What follows belongs to an exercise in optimizing a design on an open flow for small area; a production flow would make more cautious choices.
Only simulation tests tie the RTL to the original design; equivalence was not proved.
No activity file was given, so power comes from the tool's default toggle rates.

==> branch juniper: inputs <==
==> flow/design.v <==
module lpe_vstage (
    input  wire        clk,
    input  wire        rst,
    input  wire        clear,
    input  wire        start,
    input  wire [15:0] e,
    input  wire [15:0] kp_k,
    input  wire [3:0]  kp_s,
    input  wire [15:0] ki_k,
    input  wire [3:0]  ki_s,
    input  wire [15:0] ilim_lo,
    input  wire [15:0] ilim_hi,
    input  wire [15:0] ulim_lo,
    input  wire [15:0] ulim_hi,
    input  wire        cond,
    input  wire        bq1_en,
    input  wire [15:0] bq1_b0, bq1_b1, bq1_b2, bq1_a1, bq1_a2,
    input  wire        bq2_en,
    input  wire [15:0] bq2_b0, bq2_b1, bq2_b2, bq2_a1, bq2_a2,
    input  wire [15:0] vulim_lo,
    input  wire [15:0] vulim_hi,
    output reg         done,
    output reg  [15:0] iq0,         
    output reg         clamp_i
);
    localparam OP_KI = 4'd0, OP_KP = 4'd1,
               OP_A2A = 4'd2, OP_A1A = 4'd3, OP_B2A = 4'd4, OP_B1A = 4'd5, OP_B0A = 4'd6,
               OP_A2B = 4'd7, OP_A1B = 4'd8, OP_B2B = 4'd9, OP_B1B = 4'd10, OP_B0B = 4'd11,
               OP_NONE = 4'd15;
    function automatic [35:0] add36(input [35:0] a, input [35:0] b, input c);
        integer i;
        reg cy;
        begin
            cy = c;
            for (i = 0; i < 36; i = i + 1) begin
                add36[i] = a[i] ^ b[i] ^ cy;
                cy = (a[i] & b[i]) | (cy & (a[i] ^ b[i]));
            end
        end
    endfunction
    function automatic lt22(input [21:0] a, input [21:0] b);
        integer i;
        reg cy;
        reg [21:0] x, y;
        begin
            x = a ^ 22'h200000;
            y = b ^ 22'h200000;
            cy = 1'b1;
            for (i = 0; i < 22; i = i + 1)
                cy = (x[i] & ~y[i]) | ((x[i] | ~y[i]) & cy);
            lt22 = ~cy;
        end
    endfunction
    reg [2:0] ph;                    
    reg [15:0] x1a, x2a, x1b, x2b;   
    reg [31:0] y1a, y2a, y1b, y2b;   
    reg [30:0] integ;
    reg [1:0]  lp;                   
    reg        zI, zB1, zB2;         
    reg        busy;
    reg [3:0]  op;
    reg [2:0]  dc;
    reg        run_m;
    reg        fin;
    reg [3:0]  fop;
    reg        clev, piend, bqend, bqj, fev;
    reg        wact, wsel;
    reg [2:0]  wcnt;
    reg [19:0] P;
    reg [23:0] L;
    reg        pb;                   
    reg        rb, zl;               
    reg [35:0] A;                    
    wire is_pi = (op == OP_KI) || (op == OP_KP);
    wire is_a  = (op == OP_A2A) || (op == OP_A1A) || (op == OP_A2B) || (op == OP_A1B);
    wire is_b  = (op == OP_B2A) || (op == OP_B1A) || (op == OP_B0A) ||
                 (op == OP_B2B) || (op == OP_B1B) || (op == OP_B0B);
    wire go    = busy && !run_m && (is_pi || (is_a && ph == 3'd0) || (is_b && ph[1:0] == 2'd0));
    wire act   = run_m || go;
    wire [2:0] dcc  = run_m ? dc : 3'd0;
    wire [2:0] lastd = is_pi ? 3'd5 : is_a ? 3'd7 : 3'd3;
    wire last  = act && (dcc == lastd);
    reg [3:0] nxt;
    always @(*) begin
        case (op)
            OP_KP:   nxt = bq1_en ? OP_A2A : bq2_en ? OP_A2B : OP_NONE;
            OP_B0A:  nxt = bq2_en ? OP_A2B : OP_NONE;
            OP_B0B:  nxt = OP_NONE;
            default: nxt = op + 4'd1;
        endcase
    end
    wire [3:0] m1 = {4{~zB1}};
    wire [3:0] m2 = {4{~zB2}};
    wire [3:0] x1a_o = x1a[3:0] & m1, x2a_o = x2a[3:0] & m1;
    wire [3:0] y1a_o = y1a[3:0] & m1, y2a_o = y2a[3:0] & m1;
    wire [3:0] x1b_o = x1b[3:0] & m2, x2b_o = x2b[3:0] & m2;
    wire [3:0] y1b_o = y1b[3:0] & m2, y2b_o = y2b[3:0] & m2;
    wire [3:0] ydig = iq0[4*ph[1:0] +: 4];
    wire [1:0] q    = (op == OP_KI) ? ki_s[3:2] : kp_s[3:2];
    wire [2:0] eidx = dcc - {1'b0, q};
    wire       ev   = (dcc >= {1'b0, q}) && (eidx <= 3'd3);
    wire [3:0] edig = iq0[4*eidx[1:0] +: 4];
    reg [3:0]  D;
    reg        sgn;
    always @(*) begin
        D = 4'd0; sgn = 1'b0;
        case (op)
            OP_KI:  begin D = ev ? edig : 4'd0; sgn = ev && eidx == 3'd3; end
            OP_KP:  begin D = ev ? edig : 4'd0; sgn = ev && eidx == 3'd3; end
            OP_A2A: begin D = y2a_o; sgn = dcc == 3'd7; end
            OP_A1A: begin D = y1a_o; sgn = dcc == 3'd7; end
            OP_B2A: begin D = x2a_o; sgn = dcc == 3'd3; end
            OP_B1A: begin D = x1a_o; sgn = dcc == 3'd3; end
            OP_B0A: begin D = ydig;  sgn = dcc == 3'd3; end
            OP_A2B: begin D = y2b_o; sgn = dcc == 3'd7; end
            OP_A1B: begin D = y1b_o; sgn = dcc == 3'd7; end
            OP_B2B: begin D = x2b_o; sgn = dcc == 3'd3; end
            OP_B1B: begin D = x1b_o; sgn = dcc == 3'd3; end
            OP_B0B: begin D = ydig;  sgn = dcc == 3'd3; end
            default: ;
        endcase
    end
    wire        pisel = (op == OP_KI) | (op == OP_KP);
    wire [15:0] kpi   = (op == OP_KI) ? ki_k : kp_k;
    wire [1:0]  rpi   = (op == OP_KI) ? ki_s[1:0] : kp_s[1:0];
    wire [18:0] Kpi   = $signed({{3{kpi[15]}}, kpi}) <<< rpi;
    wire [18:0] K     = ({19{pisel}}          & Kpi) |
                        ({19{op == OP_A2A}}  & {bq1_a2, 3'd0}) |
                        ({19{op == OP_A1A}}  & {bq1_a1, 3'd0}) |
                        ({19{op == OP_B2A}}  & {bq1_b2[15], bq1_b2, 2'd0}) |
                        ({19{op == OP_B1A}}  & {bq1_b1[15], bq1_b1, 2'd0}) |
                        ({19{op == OP_B0A}}  & {bq1_b0[15], bq1_b0, 2'd0}) |
                        ({19{op == OP_A2B}}  & {bq2_a2, 3'd0}) |
                        ({19{op == OP_A1B}}  & {bq2_a1, 3'd0}) |
                        ({19{op == OP_B2B}}  & {bq2_b2[15], bq2_b2, 2'd0}) |
                        ({19{op == OP_B1B}}  & {bq2_b1[15], bq2_b1, 2'd0}) |
                        ({19{op == OP_B0B}}  & {bq2_b0[15], bq2_b0, 2'd0});
    wire        yp  = run_m & pb;                  
    wire        n0  = (D[1] & ~(D[0] & yp)) ^ is_a;    
    wire        o0  = D[0] ^ yp;
    wire        t0  = (D[1] & ~D[0] & ~yp) | (~D[1] & D[0] & yp);
    wire        n1  = (D[3] & ~(D[2] & D[1])) ^ is_a;
    wire        o1  = D[2] ^ D[1];
    wire        t1  = (D[3] & ~D[2] & ~D[1]) | (~D[3] & D[2] & D[1]);
    wire [19:0] K2  = {K, 1'b0};
    wire [19:0] Ks  = {K[18], K};
    wire [19:0] R0  = ((Ks & {20{o0}}) | (K2 & {20{t0}})) ^ {20{n0}};
    wire [19:0] R1  = ((Ks & {20{o1}}) | (K2 & {20{t1}})) ^ {20{n1}};
    wire [23:0] X   = run_m ? {{4{P[19]}}, P} : 24'd0;
    wire [23:0] Y   = {{4{R0[19]}}, R0};
    wire [23:0] Z   = {{2{R1[19]}}, R1, n1, n1};
    wire [23:0] cs  = X ^ Y ^ Z;
    wire [23:0] cc  = {((X[22:0] & Y[22:0]) | (X[22:0] & Z[22:0]) | (Y[22:0] & Z[22:0])), n0};
    reg  [23:0] S;
    always @(*) begin : cpa
        integer i;
        reg cy;
        cy = n1;
        for (i = 0; i < 24; i = i + 1) begin
            S[i] = cs[i] ^ cc[i] ^ cy;
            cy = (cs[i] & cc[i]) | (cy & (cs[i] ^ cc[i]));
        end
    end
    wire fpi   = (fop == OP_KI) || (fop == OP_KP);
    wire fa    = (fop == OP_A2A) || (fop == OP_A1A) || (fop == OP_A2B) || (fop == OP_A1B);
    wire ffst  = (fop == OP_A2A) || (fop == OP_A2B);
    wire [35:0] ext_bq = {P, L[23:8]};
    wire        psat   = (P[15:10] != {6{P[15]}});
    wire [35:0] ext_pi = psat ? {P[15], 1'b1, 34'd0} : {P[11:0], L};
    wire        rc     = rb & ~(P[19] & zl);        
    wire [35:0] Im     = zI ? 36'd0 : {{5{integ[30]}}, integ};
    wire [35:0] op1    = fpi ? Im : ffst ? 36'd0 : A;
    wire [35:0] op2    = fpi ? ext_pi : ext_bq;
    wire [35:0] Asum   = add36(op1, op2, fa & rc);
    wire [20:0] Ah  = A[35:15];
    wire        Anz = |A[14:0];
    wire [20:0] ilo = {{5{ilim_lo[15]}}, ilim_lo};
    wire [20:0] ihi = {{5{ilim_hi[15]}}, ilim_hi};
    wire below = lt22({Ah[20], Ah}, {ilo[20], ilo});           
    wire above = lt22({ihi, 1'b0}, {Ah, Anz});                 
    wire signed [15:0] es = iq0;
    wire hold = cond && ((lp == 2'b01 && es > 16'sd0) || (lp == 2'b11 && es < 16'sd0));
    wire        inc = A[14] & ~(A[35] & ~|A[13:0]);
    reg  [21:0] raw;
    always @(*) begin : rinc
        integer i;
        reg cy;
        reg [21:0] h;
        h = {A[35], A[35:15]};
        cy = inc;
        for (i = 0; i < 22; i = i + 1) begin
            raw[i] = h[i] ^ cy;
            cy = h[i] & cy;
        end
    end
    wire [15:0] clo    = piend ? ulim_lo : fev ? vulim_lo : 16'h8000;
    wire [15:0] chi    = piend ? ulim_hi : fev ? vulim_hi : 16'h7FFF;
    wire [21:0] cx     = fev ? {{6{iq0[15]}}, iq0} : raw;
    wire        u_hi   = lt22({{6{chi[15]}}, chi}, cx);
    wire        u_lo   = lt22(cx, {{6{clo[15]}}, clo});
    wire [15:0] u      = u_hi ? chi : u_lo ? clo : cx[15:0];
    wire        c_lo = A[35] & ~&A[34:30];
    wire        c_hi = ~A[35] & (|A[34:30] | (&A[29:15] & Anz));
    wire [31:0] cA = c_lo ? 32'hC0000000 : c_hi ? 32'h3FFF8000 : A[31:0];
    wire [3:0]  cdig = cA[4*ph +: 4];
    wire        wr   = bqend | wact;
    wire        wj   = bqend ? bqj : wsel;
    wire lastend = (piend & ~bq1_en & ~bq2_en) | (bqend & (bqj | ~bq2_en));
    always @(posedge clk) begin
        x2a <= {(act && op == OP_B2A) ? x1a_o : x2a[3:0], x2a[15:4]};
        x1a <= {(act && op == OP_B0A) ? ydig  : x1a[3:0], x1a[15:4]};
        y2a <= {(act && op == OP_A2A) ? y1a_o : y2a[3:0], y2a[31:4]};
        y1a <= {(wr && !wj)           ? cdig  : y1a[3:0], y1a[31:4]};
        x2b <= {(act && op == OP_B2B) ? x1b_o : x2b[3:0], x2b[15:4]};
        x1b <= {(act && op == OP_B0B) ? ydig  : x1b[3:0], x1b[15:4]};
        y2b <= {(act && op == OP_A2B) ? y1b_o : y2b[3:0], y2b[31:4]};
        y1b <= {(wr && wj)            ? cdig  : y1b[3:0], y1b[31:4]};
    end
    always @(posedge clk) begin
        P <= S[23:4];
        pb <= D[3] & ~sgn;
        L <= {S[3:0], L[23:4]};
        case (dcc)
            3'd0:    zl <= (S[3:0] == 4'd0);
            3'd1,
            3'd2:    zl <= zl & (S[3:0] == 4'd0);
            3'd3:    begin zl <= zl & (S[2:0] == 3'd0); rb <= S[3]; end
            default: ;
        endcase
        if (fin) A <= Asum;
    end
    always @(posedge clk) begin
        if (rst) begin
            ph <= 3'd0;
            busy <= 1'b0; op <= OP_NONE; dc <= 3'd0; run_m <= 1'b0;
            fin <= 1'b0; fop <= 4'd0;
            clev <= 1'b0; piend <= 1'b0; bqend <= 1'b0; bqj <= 1'b0; fev <= 1'b0;
            wact <= 1'b0; wsel <= 1'b0; wcnt <= 3'd0;
            done <= 1'b0;
            zI <= 1'b1; zB1 <= 1'b1; zB2 <= 1'b1;
            lp <= 2'b00;
        end else begin
            ph   <= ph + 3'd1;
            done <= 1'b0;
            fin <= act && last;
            fop <= op;
            if (act) begin
                if (last) begin
                    run_m <= 1'b0;
                    op    <= nxt;
                end else begin
                    run_m <= 1'b1;
                    dc    <= dcc + 3'd1;
                end
            end
            clev  <= fin && fop == OP_KI;
            piend <= fin && fop == OP_KP;
            bqend <= fin && (fop == OP_B0A || fop == OP_B0B);
            bqj   <= fop == OP_B0B;
            fev   <= lastend;
            if (bqend) begin
                wact <= 1'b1; wsel <= bqj; wcnt <= 3'd6;
            end else if (wact) begin
                if (wcnt == 3'd0) wact <= 1'b0;
                wcnt <= wcnt - 3'd1;
            end
            if (!busy) begin
                if (clear) begin
                    zI <= 1'b1; zB1 <= 1'b1; zB2 <= 1'b1;
                    lp <= 2'b00;
                end else if (start) begin
                    iq0   <= e;
                    busy  <= 1'b1;
                    op    <= OP_KI;
                    run_m <= 1'b0;
                    zB1   <= zB1 | ~bq1_en;
                    zB2   <= zB2 | ~bq2_en;
                end
            end
            if (clev) begin
                clamp_i <= ~hold & (below | above);
                if (!hold) begin
                    integ <= below ? {ilim_lo, 15'd0} : above ? {ilim_hi, 15'd0} : A[30:0];
                    zI    <= 1'b0;
                end
            end
            if (piend) begin
                iq0 <= u;
                lp <= u_hi ? 2'b01 : u_lo ? 2'b11 : 2'b00;
            end
            if (bqend) begin
                iq0 <= u;
                if (u_hi)      lp <= 2'b01;
                else if (u_lo) lp <= 2'b11;
                if (bqj) zB2 <= 1'b0; else zB1 <= 1'b0;
            end
            if (fev) begin
                iq0 <= u;
                if (u_hi)      lp <= 2'b01;
                else if (u_lo) lp <= 2'b11;
                done <= 1'b1;
                busy <= 1'b0;
            end
        end
    end
endmodule
==> flow/flow/run.sh <==
#!/bin/bash
# The standard layout with two changes:
#  - every port is buffered by a buf_1 instead of the default clkdlybuf4s50_1;
#  - clock tree synthesis builds from clkbuf_4/clkbuf_8 and adds no dummy loads.
# make's output goes to layout.log here; ORFS keeps each step's log under orfs/logs.
set -euo pipefail
bash standard.sh \
  "BUFFER_PORTS_ARGS=-buffer_cell sky130_fd_sc_hd__buf_1" \
  "CTS_ARGS=-sink_clustering_enable -repair_clock_nets -dont_use_dummy_load -buf_list {sky130_fd_sc_hd__clkbuf_4 sky130_fd_sc_hd__clkbuf_8}" \
  finish > layout.log 2>&1
==> flow/standard.sh <==
#!/bin/bash
# synth_recipe.tcl (not shown) runs the flow's synth.tcl, then flattens the netlist and writes it again
# the make line also repeats each setting of config.mk as NAME=value (left out here)
make -C /OpenROAD-flow-scripts/flow DESIGN_CONFIG=/design/flow/config.mk WORK_HOME=/design/flow/orfs CLKGATE_MAP_FILE= SYNTH_SCRIPT=/design/flow/synth_recipe.tcl "${@:-finish}"
==> flow/config.mk <==
export PLATFORM = sky130hd
export DESIGN_NAME = lpe_vstage
export DESIGN_NICKNAME = lpe_vstage
export VERILOG_FILES = /design/flow/design.v
export SDC_FILE = /design/flow/constraint.sdc
export NUM_CORES = 4
export LEC_CHECK = 0
export CAP_MARGIN = 20
export CORE_MARGIN = 2
export CORE_UTILIZATION = 40
export PLACE_DENSITY = 0.6
export SLEW_MARGIN = 20
==> flow/constraint.sdc <==
create_clock -name core_clock -period 15.0 [get_ports {clk}]
set_input_delay 3.0000 -clock core_clock [delete_from_list [all_inputs] [get_ports {clk}]]
set_output_delay 3.0000 -clock core_clock [all_outputs]
set_load 0.01 [all_outputs]
==> branch willow: changes against branch juniper <==
--- a/flow/design.v
+++ b/flow/design.v
@@ -38,17 +38,17 @@
             end
         end
     endfunction
-    function automatic lt22(input [21:0] a, input [21:0] b);
+    function automatic lt23(input [22:0] a, input [22:0] b);
         integer i;
         reg cy;
-        reg [21:0] x, y;
+        reg [22:0] x, y;
         begin
-            x = a ^ 22'h200000;
-            y = b ^ 22'h200000;
+            x = a ^ 23'h400000;
+            y = b ^ 23'h400000;
             cy = 1'b1;
-            for (i = 0; i < 22; i = i + 1)
+            for (i = 0; i < 23; i = i + 1)
                 cy = (x[i] & ~y[i]) | ((x[i] | ~y[i]) & cy);
-            lt22 = ~cy;
+            lt23 = ~cy;
         end
     endfunction
     reg [2:0] ph;                    
@@ -61,6 +61,7 @@
     reg [3:0]  op;
     reg [2:0]  dc;
     reg        run_m;
+    reg [2:0]  ec;                   
     reg        fin;
     reg [3:0]  fop;
     reg        clev, piend, bqend, bqj, fev;
@@ -96,17 +97,15 @@
     wire [3:0] x1b_o = x1b[3:0] & m2, x2b_o = x2b[3:0] & m2;
     wire [3:0] y1b_o = y1b[3:0] & m2, y2b_o = y2b[3:0] & m2;
     wire [3:0] ydig = iq0[4*ph[1:0] +: 4];
-    wire [1:0] q    = (op == OP_KI) ? ki_s[3:2] : kp_s[3:2];
-    wire [2:0] eidx = dcc - {1'b0, q};
-    wire       ev   = (dcc >= {1'b0, q}) && (eidx <= 3'd3);
-    wire [3:0] edig = iq0[4*eidx[1:0] +: 4];
+    wire       ev   = ~ec[2];
+    wire [3:0] edig = iq0[4*ec[1:0] +: 4];
     reg [3:0]  D;
     reg        sgn;
     always @(*) begin
         D = 4'd0; sgn = 1'b0;
         case (op)
-            OP_KI:  begin D = ev ? edig : 4'd0; sgn = ev && eidx == 3'd3; end
-            OP_KP:  begin D = ev ? edig : 4'd0; sgn = ev && eidx == 3'd3; end
+            OP_KI:  begin D = ev ? edig : 4'd0; sgn = ev && ec == 3'd3; end
+            OP_KP:  begin D = ev ? edig : 4'd0; sgn = ev && ec == 3'd3; end
             OP_A2A: begin D = y2a_o; sgn = dcc == 3'd7; end
             OP_A1A: begin D = y1a_o; sgn = dcc == 3'd7; end
             OP_B2A: begin D = x2a_o; sgn = dcc == 3'd3; end
@@ -169,15 +168,10 @@
     wire [35:0] ext_pi = psat ? {P[15], 1'b1, 34'd0} : {P[11:0], L};
     wire        rc     = rb & ~(P[19] & zl);        
     wire [35:0] Im     = zI ? 36'd0 : {{5{integ[30]}}, integ};
-    wire [35:0] op1    = fpi ? Im : ffst ? 36'd0 : A;
-    wire [35:0] op2    = fpi ? ext_pi : ext_bq;
-    wire [35:0] Asum   = add36(op1, op2, fa & rc);
-    wire [20:0] Ah  = A[35:15];
+    wire [35:0] op1    = (fin & fpi) ? Im : (fin & ffst) ? 36'd0 : A;
+    wire [35:0] op2    = ~fin ? 36'd0 : fpi ? ext_pi : ext_bq;
+    wire [35:0] Asum   = add36(op1, op2, fin & fa & rc);
     wire        Anz = |A[14:0];
-    wire [20:0] ilo = {{5{ilim_lo[15]}}, ilim_lo};
-    wire [20:0] ihi = {{5{ilim_hi[15]}}, ilim_hi};
-    wire below = lt22({Ah[20], Ah}, {ilo[20], ilo});           
-    wire above = lt22({ihi, 1'b0}, {Ah, Anz});                 
     wire signed [15:0] es = iq0;
     wire hold = cond && ((lp == 2'b01 && es > 16'sd0) || (lp == 2'b11 && es < 16'sd0));
     wire        inc = A[14] & ~(A[35] & ~|A[13:0]);
@@ -193,11 +187,12 @@
             cy = h[i] & cy;
         end
     end
-    wire [15:0] clo    = piend ? ulim_lo : fev ? vulim_lo : 16'h8000;
-    wire [15:0] chi    = piend ? ulim_hi : fev ? vulim_hi : 16'h7FFF;
-    wire [21:0] cx     = fev ? {{6{iq0[15]}}, iq0} : raw;
-    wire        u_hi   = lt22({{6{chi[15]}}, chi}, cx);
-    wire        u_lo   = lt22(cx, {{6{clo[15]}}, clo});
+    wire [15:0] clo    = clev ? ilim_lo : piend ? ulim_lo : fev ? vulim_lo : 16'h8000;
+    wire [15:0] chi    = clev ? ilim_hi : piend ? ulim_hi : fev ? vulim_hi : 16'h7FFF;
+    wire [21:0] cx     = clev ? {A[35], A[35:15]} : fev ? {{6{iq0[15]}}, iq0} : raw;
+    wire        cxl    = clev & Anz;
+    wire        u_hi   = lt23({{6{chi[15]}}, chi, 1'b0}, {cx, cxl});
+    wire        u_lo   = lt23({cx, cxl}, {{6{clo[15]}}, clo, 1'b0});
     wire [15:0] u      = u_hi ? chi : u_lo ? clo : cx[15:0];
     wire        c_lo = A[35] & ~&A[34:30];
     wire        c_hi = ~A[35] & (|A[34:30] | (&A[29:15] & Anz));
@@ -227,7 +222,7 @@
             3'd3:    begin zl <= zl & (S[2:0] == 3'd0); rb <= S[3]; end
             default: ;
         endcase
-        if (fin) A <= Asum;
+        A <= Asum;
     end
     always @(posedge clk) begin
         if (rst) begin
@@ -244,6 +239,7 @@
             done <= 1'b0;
             fin <= act && last;
             fop <= op;
+            if (act && is_pi) ec <= last ? -{1'b0, kp_s[3:2]} : ec + 3'd1;
             if (act) begin
                 if (last) begin
                     run_m <= 1'b0;
@@ -270,6 +266,7 @@
                     lp <= 2'b00;
                 end else if (start) begin
                     iq0   <= e;
+                    ec    <= -{1'b0, ki_s[3:2]};
                     busy  <= 1'b1;
                     op    <= OP_KI;
                     run_m <= 1'b0;
@@ -278,9 +275,9 @@
                 end
             end
             if (clev) begin
-                clamp_i <= ~hold & (below | above);
+                clamp_i <= ~hold & (u_lo | u_hi);
                 if (!hold) begin
-                    integ <= below ? {ilim_lo, 15'd0} : above ? {ilim_hi, 15'd0} : A[30:0];
+                    integ <= u_lo ? {clo, 15'd0} : u_hi ? {chi, 15'd0} : A[30:0];
                     zI    <= 1'b0;
                 end
             end
==> flow/flow/run.sh (replaced) <==
#!/bin/bash
# The standard layout with two changes:
#  - every port is buffered by a buf_1 instead of the default clkdlybuf4s50_1;
#  - clock tree synthesis builds from clkbuf_4/clkbuf_8 and adds no dummy loads; sinks are clustered 20 to a buffer within 50 um.
# make's output goes to layout.log here; ORFS keeps each step's log under orfs/logs.
set -euo pipefail
bash standard.sh \
  "BUFFER_PORTS_ARGS=-buffer_cell sky130_fd_sc_hd__buf_1" \
  "CTS_ARGS=-sink_clustering_enable -repair_clock_nets -dont_use_dummy_load -sink_clustering_size 20 -sink_clustering_max_diameter 50 -buf_list {sky130_fd_sc_hd__clkbuf_4 sky130_fd_sc_hd__clkbuf_8}" \
  finish > layout.log 2>&1
==> branch xenon: changes against branch juniper <==
--- a/flow/design.v
+++ b/flow/design.v
@@ -51,6 +51,19 @@
             lt22 = ~cy;
         end
     endfunction
+    function automatic lt16(input [15:0] a, input [15:0] b);
+        integer i;
+        reg cy;
+        reg [15:0] x, y;
+        begin
+            x = a ^ 16'h8000;
+            y = b ^ 16'h8000;
+            cy = 1'b1;
+            for (i = 0; i < 16; i = i + 1)
+                cy = (x[i] & ~y[i]) | ((x[i] | ~y[i]) & cy);
+            lt16 = ~cy;
+        end
+    endfunction
     reg [2:0] ph;                    
     reg [15:0] x1a, x2a, x1b, x2b;   
     reg [31:0] y1a, y2a, y1b, y2b;   
@@ -193,18 +206,20 @@
             cy = h[i] & cy;
         end
     end
-    wire [15:0] clo    = piend ? ulim_lo : fev ? vulim_lo : 16'h8000;
-    wire [15:0] chi    = piend ? ulim_hi : fev ? vulim_hi : 16'h7FFF;
-    wire [21:0] cx     = fev ? {{6{iq0[15]}}, iq0} : raw;
-    wire        u_hi   = lt22({{6{chi[15]}}, chi}, cx);
-    wire        u_lo   = lt22(cx, {{6{clo[15]}}, clo});
-    wire [15:0] u      = u_hi ? chi : u_lo ? clo : cx[15:0];
+    wire [15:0] clo    = piend ? ulim_lo : 16'h8000;
+    wire [15:0] chi    = piend ? ulim_hi : 16'h7FFF;
+    wire        u_hi   = lt22({{6{chi[15]}}, chi}, raw);
+    wire        u_lo   = lt22(raw, {{6{clo[15]}}, clo});
+    wire [15:0] u      = u_hi ? chi : u_lo ? clo : raw[15:0];
     wire        c_lo = A[35] & ~&A[34:30];
     wire        c_hi = ~A[35] & (|A[34:30] | (&A[29:15] & Anz));
     wire [31:0] cA = c_lo ? 32'hC0000000 : c_hi ? 32'h3FFF8000 : A[31:0];
     wire [3:0]  cdig = cA[4*ph +: 4];
     wire        wr   = bqend | wact;
     wire        wj   = bqend ? bqj : wsel;
+    wire        f_lo = lt16(iq0, vulim_lo);
+    wire        f_hi = lt16(vulim_hi, iq0);
+    wire [15:0] fy   = f_lo ? vulim_lo : f_hi ? vulim_hi : iq0;
     wire lastend = (piend & ~bq1_en & ~bq2_en) | (bqend & (bqj | ~bq2_en));
     always @(posedge clk) begin
         x2a <= {(act && op == OP_B2A) ? x1a_o : x2a[3:0], x2a[15:4]};
@@ -295,9 +310,9 @@
                 if (bqj) zB2 <= 1'b0; else zB1 <= 1'b0;
             end
             if (fev) begin
-                iq0 <= u;
-                if (u_hi)      lp <= 2'b01;
-                else if (u_lo) lp <= 2'b11;
+                iq0 <= fy;
+                if (f_hi)      lp <= 2'b01;
+                else if (f_lo) lp <= 2'b11;
                 done <= 1'b1;
                 busy <= 1'b0;
             end
==> flow/flow/run.sh (replaced) <==
#!/bin/bash
# The standard layout with two changes:
#  - every port is buffered by a buf_1 instead of the default clkdlybuf4s50_1;
#  - clock tree synthesis builds from clkbuf_4/clkbuf_8 and adds no dummy loads; sinks are clustered 20 to a buffer within 50 um.
# make's output goes to layout.log here; ORFS keeps each step's log under orfs/logs.
set -euo pipefail
bash standard.sh \
  "BUFFER_PORTS_ARGS=-buffer_cell sky130_fd_sc_hd__buf_1" \
  "CTS_ARGS=-sink_clustering_enable -repair_clock_nets -dont_use_dummy_load -sink_clustering_size 20 -sink_clustering_max_diameter 50 -buf_list {sky130_fd_sc_hd__clkbuf_4 sky130_fd_sc_hd__clkbuf_8}" \
  finish > layout.log 2>&1
==> comparison table <==
|  | branch juniper | branch xenon | branch willow |
|---|---|---|---|
| Run status | no timing/DRC/antenna violations | no timing/DRC/antenna violations | no timing/DRC/antenna violations |
| Tap Count | 607 | 615 | 607 |
| Multi-input gates | 1274 | 1354 | 1357 |
| Placed cell count | 2716 | 2849 | 2764 |
| Routability congestion estimate | 0.9505 | 0.9357 | 0.9701 |
| Clock share of power | 28.9% | 24.0% | 25.7% |
| Via count | 16120 | 16500 | 16190 |
| Met3 layer wire length in the routed design | 4132 um | 4553 um | 4311 um |
| Non-clock buffer count | 397 | 397 | 395 |
| Number of cells upsized or downsized after cts | 3 | 9 | 3 |
| Flops & latches, synth | 356 | 356 | 359 |
| Area of all placed cells without fillers | 0.02182 mm^2 | 0.02221 mm^2 | 0.02142 mm^2 |
| Reported clock group power | 660 uW | 528 uW | 519 uW |
| Gate Count Post-Synth | 1818 | 1933 | 1883 |
| Cells on worst reg2reg path | 44 | 44 | 42 |
| Post-synth design cell area | 0.01879 mm^2 | 0.01935 mm^2 | 0.01885 mm^2 |
| Count of non-filler cells in the finished layout | 2773 | 2890 | 2803 |
| Area of the die | 0.04873 mm^2 | 0.05015 mm^2 | 0.04889 mm^2 |
| Reported sequential group power | 1140 uW | 1140 uW | 1130 uW |

-- what the ideal ports hide --
No port has a modelled driver above. Below, the same layouts with a new extraction and two added sets of constraints. Step 1 (the two cells are an assumption about what drives the block):
set clk [get_ports {clk}]
set_driving_cell -lib_cell sky130_fd_sc_hd__clkbuf_16 $clk
set_driving_cell -lib_cell sky130_fd_sc_hd__buf_2 [delete_from_list [all_inputs] $clk]
Step 2 also shifts input and output timing later by t, the mid clock arrival at the registers, as if the neighbouring blocks saw the same clock. a / b / c = no drivers / after step 1 / after step 2; a / b = the first two.
| run | t, ns | setup WS [ns] | worst setup path after step 2 | pins driven straight from the clock port |
|---|---|---|---|---|
| branch juniper | 0.623 | 0.372 / 0.407 / -0.215 | input to register | 1 |
| branch willow | 0.599 | 0.479 / 0.479 / -0.021 | input to register | 1 |
| branch xenon | 0.635 | 0.328 / 0.369 / -0.266 | input to register | 1 |
Met with ideal ports but missed after step 2: setup timing in every run listed. For branch xenon, which loses most, drivers alone change the setup slack by +0.041 ns; drivers and shift together by -0.594 ns.
